Source: an optimization exercise on an open RTL-to-GDS flow (aim: small area, a short achievable clock period and few clock cycles). Production flows keep margins and buffers that such runs may drop. RTL that was checked went through simulation tests only; none was proved equivalent to the original.

trial 57:
==> flow/design.v (excerpt) <==
module pq_engine (
    input  wire         clk,
    input  wire         rst,
    input  wire         cmd_valid,
    output wire         cmd_ready,
    input  wire [4:0]   cmd_k,
    input  wire [4:0]   cmd_x,
    input  wire [4:0]   cmd_y,
    input  wire         cmd_two,
    input  wire         in_valid,
    output wire         in_ready,
    input  wire [127:0] in_data,
    output wire         out_valid,
    input  wire         out_ready,
    output wire [127:0] out_data,
    output wire [4:0]   out_pos
);
clock: 19.0 ns
lec_check: 0
cap_margin: 20
core_margin: 2
core_utilization: 70
cts_cluster_diameter: 100
cts_cluster_size: 20
slew_margin: 20
synth_hierarchical: 1
standard.sh (not shown) runs the stock make flow with config.mk's settings and CLKGATE_MAP_FILE= SYNTH_SCRIPT=/design/flow/synth_recipe.tcl, a recipe that flattens the netlist after the stock synthesis.
==> flow/flow/run.sh <==
#!/bin/bash
# Standard ORFS layout in two calls: synthesis and floorplan with no timing
# repair margin, then placement to the end with timing repair aimed below the
# clock period. Each call's output goes to its own log.
set -euo pipefail
bash standard.sh synth floorplan SETUP_SLACK_MARGIN=0 > orfs_synth_floorplan.log 2>&1
bash standard.sh finish SETUP_SLACK_MARGIN=13.95 "BUFFER_PORTS_ARGS=-buffer_cell sky130_fd_sc_hd__buf_2"  > orfs_place_route.log 2>&1
Input changes introduced in trial 85 (baseline for comparison: trial 57):
-- flow/design.v --
<<< trial 57, line 89
    reg         cb_two;
    assign cmd_ready = cmd_rdy;
    wire cmd_fire = cmd_valid & ~cb_v;      
    wire [4:0] cb_k1   = cb_k + 5'd1;
    wire       cx_data = (cb_x < cb_k);
>>> trial 85, line 89
    reg         cb_two;
    assign cmd_ready = cmd_rdy;
    wire cmd_fire = cmd_valid & cmd_rdy;
    wire [4:0] cb_k1   = cb_k + 5'd1;
    wire       cx_data = (cb_x < cb_k);
<<< trial 57, line 132
    assign out_data  = acc_a;
    assign out_pos   = x_r;
    wire consume  = in_valid & (state == S_LOAD);    
    wire out_fire = state[1] & out_ready;
    wire shift    = out_ready & sh_r;
>>> trial 85, line 132
    assign out_data  = acc_a;
    assign out_pos   = x_r;
    wire consume  = in_valid & in_rdy;
    wire out_fire = state[1] & out_ready;
    wire shift    = out_ready & sh_r;
<<< trial 57, line 174
        end
    endgenerate
    wire [127:0] prod;             
    generate
        for (gl = 0; gl < LANES; gl = gl + 1) begin : g_lane
>>> trial 85, line 174
        end
    endgenerate
    wire [127:0] prod;
    generate
        for (gl = 0; gl < LANES; gl = gl + 1) begin : g_lane
<<< trial 57, line 187
                pq_xor2 i_u0 (.a(t0), .b(t1), .y(u0));
                pq_xor2 i_u1 (.a(t2), .b(t3), .y(u1));
                pq_xor2_en i_p (.a(u0), .b(u1), .en(consume), .y(prod[8*gl + gj]));
            end
        end
>>> trial 85, line 187
                pq_xor2 i_u0 (.a(t0), .b(t1), .y(u0));
                pq_xor2 i_u1 (.a(t2), .b(t3), .y(u1));
                pq_xor2 i_p  (.a(u0), .b(u1), .y(prod[8*gl + gj]));
            end
        end
<<< trial 57, line 198
    always @(posedge clk) begin
        acc_a <= a_m ^ (in_data & {128{add_a}}) ^ (x_f & {128{selx}});
        acc_x <= x_f;
        if (cmd_fire) begin
            cb_k   <= cmd_k;
>>> trial 85, line 198
    always @(posedge clk) begin
        acc_a <= a_m ^ (in_data & {128{add_a}}) ^ (x_f & {128{selx}});
        if (consume)
            acc_x <= x_f;
        if (cmd_fire) begin
            cb_k   <= cmd_k;
<<< trial 57, line 235
            cb_v    <= 1'b0;
            cb_p    <= 1'b0;
            cmd_rdy <= 1'b1;
            in_rdy  <= 1'b0;
            first   <= 1'b0;
>>> trial 85, line 236
            cb_v    <= 1'b0;
            cb_p    <= 1'b0;
            cmd_rdy <= 1'b0;
            in_rdy  <= 1'b0;
            first   <= 1'b0;
<<< trial 57, line 268
    assign y = a ^ b;
endmodule
module pq_xor2_en (
    input  wire a,
    input  wire b,
    input  wire en,
    output wire y
);
    assign y = (a ^ b) & en;
endmodule
>>> trial 85, line 269
    assign y = a ^ b;
endmodule
Findings:
- Compared with trial 57, post-synth net total in trial 85 decreased by a few percent.
- [compare] base=trial 57 new=trial 85: total die area higher, worst setup slack went down by 15 ps, multi-input combinational area share went down 2.6 points, register area share after synthesis rose 3.6 points.
- Between trial 85 and trial 57, it is trial 85 whose simple-gate area share of the yosys netlist is lower, by 3.2 points.
- Looking at clock tree skew after final layout, trial 85 sits 18 ps below trial 57.
- In the flow results for trial 85 and trial 57, the overall track demand over capacity in global routing is smaller on trial 85.
- Signed area change from the synthesized netlist to the final layout delta for trial 85 relative to trial 57: 1.1 points lower
Testbench counts of trial 85, summed over its fixed seeds: cycles 8,497.
Function not checked in trial 57: the RTL went through the layout flow alone.

========
Setup of S:
RTL: one of the versions met above, not the one the previous note started from.
For scale: ~4200 cells after synthesis, ~340 flip-flops, roughly 290 I/O pins, ~33000 um^2 of cells after synthesis.
clock: 19.0 ns
lec_check: 0
cap_margin: 20
core_margin: 2
core_utilization: 70
cts_cluster_diameter: 100
cts_cluster_size: 20
slew_margin: 20
synth_hierarchical: 1
==> flow/flow/run.sh <==
#!/bin/bash
# Standard ORFS layout in two calls: synthesis and floorplan with no timing
# repair margin, then placement to the end with timing repair aimed below the
# clock period. Each call's output goes to its own log.
set -euo pipefail
bash standard.sh synth floorplan SETUP_SLACK_MARGIN=0 > orfs_synth_floorplan.log 2>&1
bash standard.sh finish SETUP_SLACK_MARGIN=14.0 "BUFFER_PORTS_ARGS=-buffer_cell sky130_fd_sc_hd__buf_2"  > orfs_place_route.log 2>&1
S: PASS, flow complete, no timing, DRC or antenna violations
Testbench counts of S, summed over its fixed seeds: cycles 8,497.
The inputs of T differ from those of S as listed below.
-- flow/design.v --
<<< S, line 89
    reg         cb_two;
    assign cmd_ready = cmd_rdy;
    wire cmd_fire = cmd_valid & cmd_rdy;
    wire [4:0] cb_k1   = cb_k + 5'd1;
    wire       cx_data = (cb_x < cb_k);
>>> T, line 89
    reg         cb_two;
    assign cmd_ready = cmd_rdy;
    wire cmd_fire = cmd_valid & ~cb_v;      
    wire [4:0] cb_k1   = cb_k + 5'd1;
    wire       cx_data = (cb_x < cb_k);
<<< S, line 104
    wire [7:0] cb_gix  = t_ginv(cb_x);
    wire [7:0] cb_z    = t_zinv(cb_d);
    reg  [7:0] p_c;
    always @(posedge clk)
        p_c <= cb_dd ? gf_mul(cb_z, cb_gix) : (cb_dp ? cb_gix : 8'h01);
    wire [7:0] l_c   = p_c;
    wire [7:0] l_e   = cb_dq ? cb_gx :
                       cb_dd ? cb_z :
>>> T, line 104
    wire [7:0] cb_gix  = t_ginv(cb_x);
    wire [7:0] cb_z    = t_zinv(cb_d);
    reg  [7:0] p_r;
    reg  [2:0] p_n;            
    wire [1:0] p_t = (p_n[1:0] == 2'd0) ? cb_gix[7:6] :
                     (p_n[1:0] == 2'd1) ? cb_gix[5:4] :
                     (p_n[1:0] == 2'd2) ? cb_gix[3:2] : cb_gix[1:0];
    wire [7:0] p_rn  = gf_mul2(gf_mul2(p_r)) ^ (p_t[1] ? gf_mul2(cb_z) : 8'h00) ^
                       (p_t[0] ? cb_z : 8'h00);
    wire       p_rdy = ~cb_dd | p_n[2] | (p_n[1:0] == 2'd3);
    always @(posedge clk) begin
        if (cmd_fire) begin
            p_r <= 8'h00;
            p_n <= 3'd0;
        end else if (~p_n[2]) begin
            p_r <= p_rn;
            p_n <= p_n + 3'd1;
        end
    end
    wire [7:0] l_c   = cb_dd ? p_r : (cb_dp ? cb_gix : 8'h01);
    wire [7:0] l_e   = cb_dq ? cb_gx :
                       cb_dd ? cb_z :
<<< S, line 132
    assign out_data  = acc_a;
    assign out_pos   = x_r;
    wire consume  = in_valid & in_rdy;
    wire out_fire = state[1] & out_ready;
    wire shift    = out_ready & sh_r;
>>> T, line 146
    assign out_data  = acc_a;
    assign out_pos   = x_r;
    wire consume  = in_valid & (state == S_LOAD);    
    wire out_fire = state[1] & out_ready;
    wire shift    = out_ready & sh_r;
<<< S, line 174
        end
    endgenerate
    wire [127:0] prod;
    generate
        for (gl = 0; gl < LANES; gl = gl + 1) begin : g_lane
>>> T, line 188
        end
    endgenerate
    wire [127:0] prod;             
    generate
        for (gl = 0; gl < LANES; gl = gl + 1) begin : g_lane
<<< S, line 187
                pq_xor2 i_u0 (.a(t0), .b(t1), .y(u0));
                pq_xor2 i_u1 (.a(t2), .b(t3), .y(u1));
                pq_xor2 i_p  (.a(u0), .b(u1), .y(prod[8*gl + gj]));
            end
        end
>>> T, line 201
                pq_xor2 i_u0 (.a(t0), .b(t1), .y(u0));
                pq_xor2 i_u1 (.a(t2), .b(t3), .y(u1));
                pq_xor2_en i_p (.a(u0), .b(u1), .en(consume), .y(prod[8*gl + gj]));
            end
        end
<<< S, line 198
    always @(posedge clk) begin
        acc_a <= a_m ^ (in_data & {128{add_a}}) ^ (x_f & {128{selx}});
        if (consume)
            acc_x <= x_f;
        if (cmd_fire) begin
            cb_k   <= cmd_k;
>>> T, line 212
    always @(posedge clk) begin
        acc_a <= a_m ^ (in_data & {128{add_a}}) ^ (x_f & {128{selx}});
        acc_x <= x_f;
        if (cmd_fire) begin
            cb_k   <= cmd_k;
<<< S, line 236
            cb_v    <= 1'b0;
            cb_p    <= 1'b0;
            cmd_rdy <= 1'b0;
            in_rdy  <= 1'b0;
            first   <= 1'b0;
>>> T, line 249
            cb_v    <= 1'b0;
            cb_p    <= 1'b0;
            cmd_rdy <= 1'b1;
            in_rdy  <= 1'b0;
            first   <= 1'b0;
<<< S, line 243
            sh_r    <= (state_n == S_OUT1) & two_r;
            cb_v    <= cb_v_n;
            cb_p    <= cb_v & ~load_row;
            cmd_rdy <= ~cb_v_n;
            in_rdy  <= (state_n == S_LOAD);
>>> T, line 256
            sh_r    <= (state_n == S_OUT1) & two_r;
            cb_v    <= cb_v_n;
            cb_p    <= cb_v & ~load_row & p_rdy;
            cmd_rdy <= ~cb_v_n;
            in_rdy  <= (state_n == S_LOAD);
<<< S, line 269
    assign y = a ^ b;
endmodule
>>> T, line 282
    assign y = a ^ b;
endmodule
module pq_xor2_en (
    input  wire a,
    input  wire b,
    input  wire en,
    output wire y
);
    assign y = (a ^ b) & en;
endmodule
[summary]
T reached the final stage; the timing, design-rule and antenna checks on its layout passed. Per the comparison of T with S, met2 track demand over resource in global routing now sits lower, peak supply drop went up 15%, complex-gate fraction of the synthesized area went up by 0.27 points, synthesized area now sits lower. Diff T and S: signal arrival time at the worst endpoint higher in S. Sort T and S by via count asc -> top: T. Compared with S, in T actual transition at the worst max-transition pin lost 0.016 ns, design area now smaller.
Testbench counts of T, summed over its fixed seeds: cycles 8,513.

-- static timing again, ports no longer ideal --
Ports are ideal in the flow. The routed layouts listed here were re-timed in OpenROAD. Step 1 (the two cells are an assumption about what drives the block):
set clk [get_ports {clk}]
set_driving_cell -lib_cell sky130_fd_sc_hd__clkbuf_16 $clk
set_driving_cell -lib_cell sky130_fd_sc_hd__buf_2 [delete_from_list [all_inputs] $clk]
Step 2 adds t to the input delays and takes it off the output delays; t is the mean of the earliest and latest rising clock arrival at the registers after step 1. Input paths then give back, and output paths get back, about the clock's delay inside the block. a / b / c = ideal ports / drivers / drivers and shift; a / b = the first two.
run | shift t [ns] | setup WS [ns] | worst setup path after step 2 | slew at the worst register clock pin (ns) | pins driven straight from the clock port
trial 57 | 0.628 | 13.963 / 13.927 / 13.360 | input to register | 0.10 / 0.10 | 1
trial 85 | 0.619 | 13.948 / 13.889 / 13.423 | input to register | 0.10 / 0.10 | 1
S | 0.618 | 13.944 / 13.885 / 13.458 | input to register | 0.10 / 0.10 | 1
T | 0.637 | 14.008 / 13.949 / 13.384 | input to register | 0.10 / 0.10 | 1
After both steps setup and hold are still met in every run listed. The setup slack of T, which loses most, moves by -0.059 ns with the drivers and by -0.624 ns with both steps.
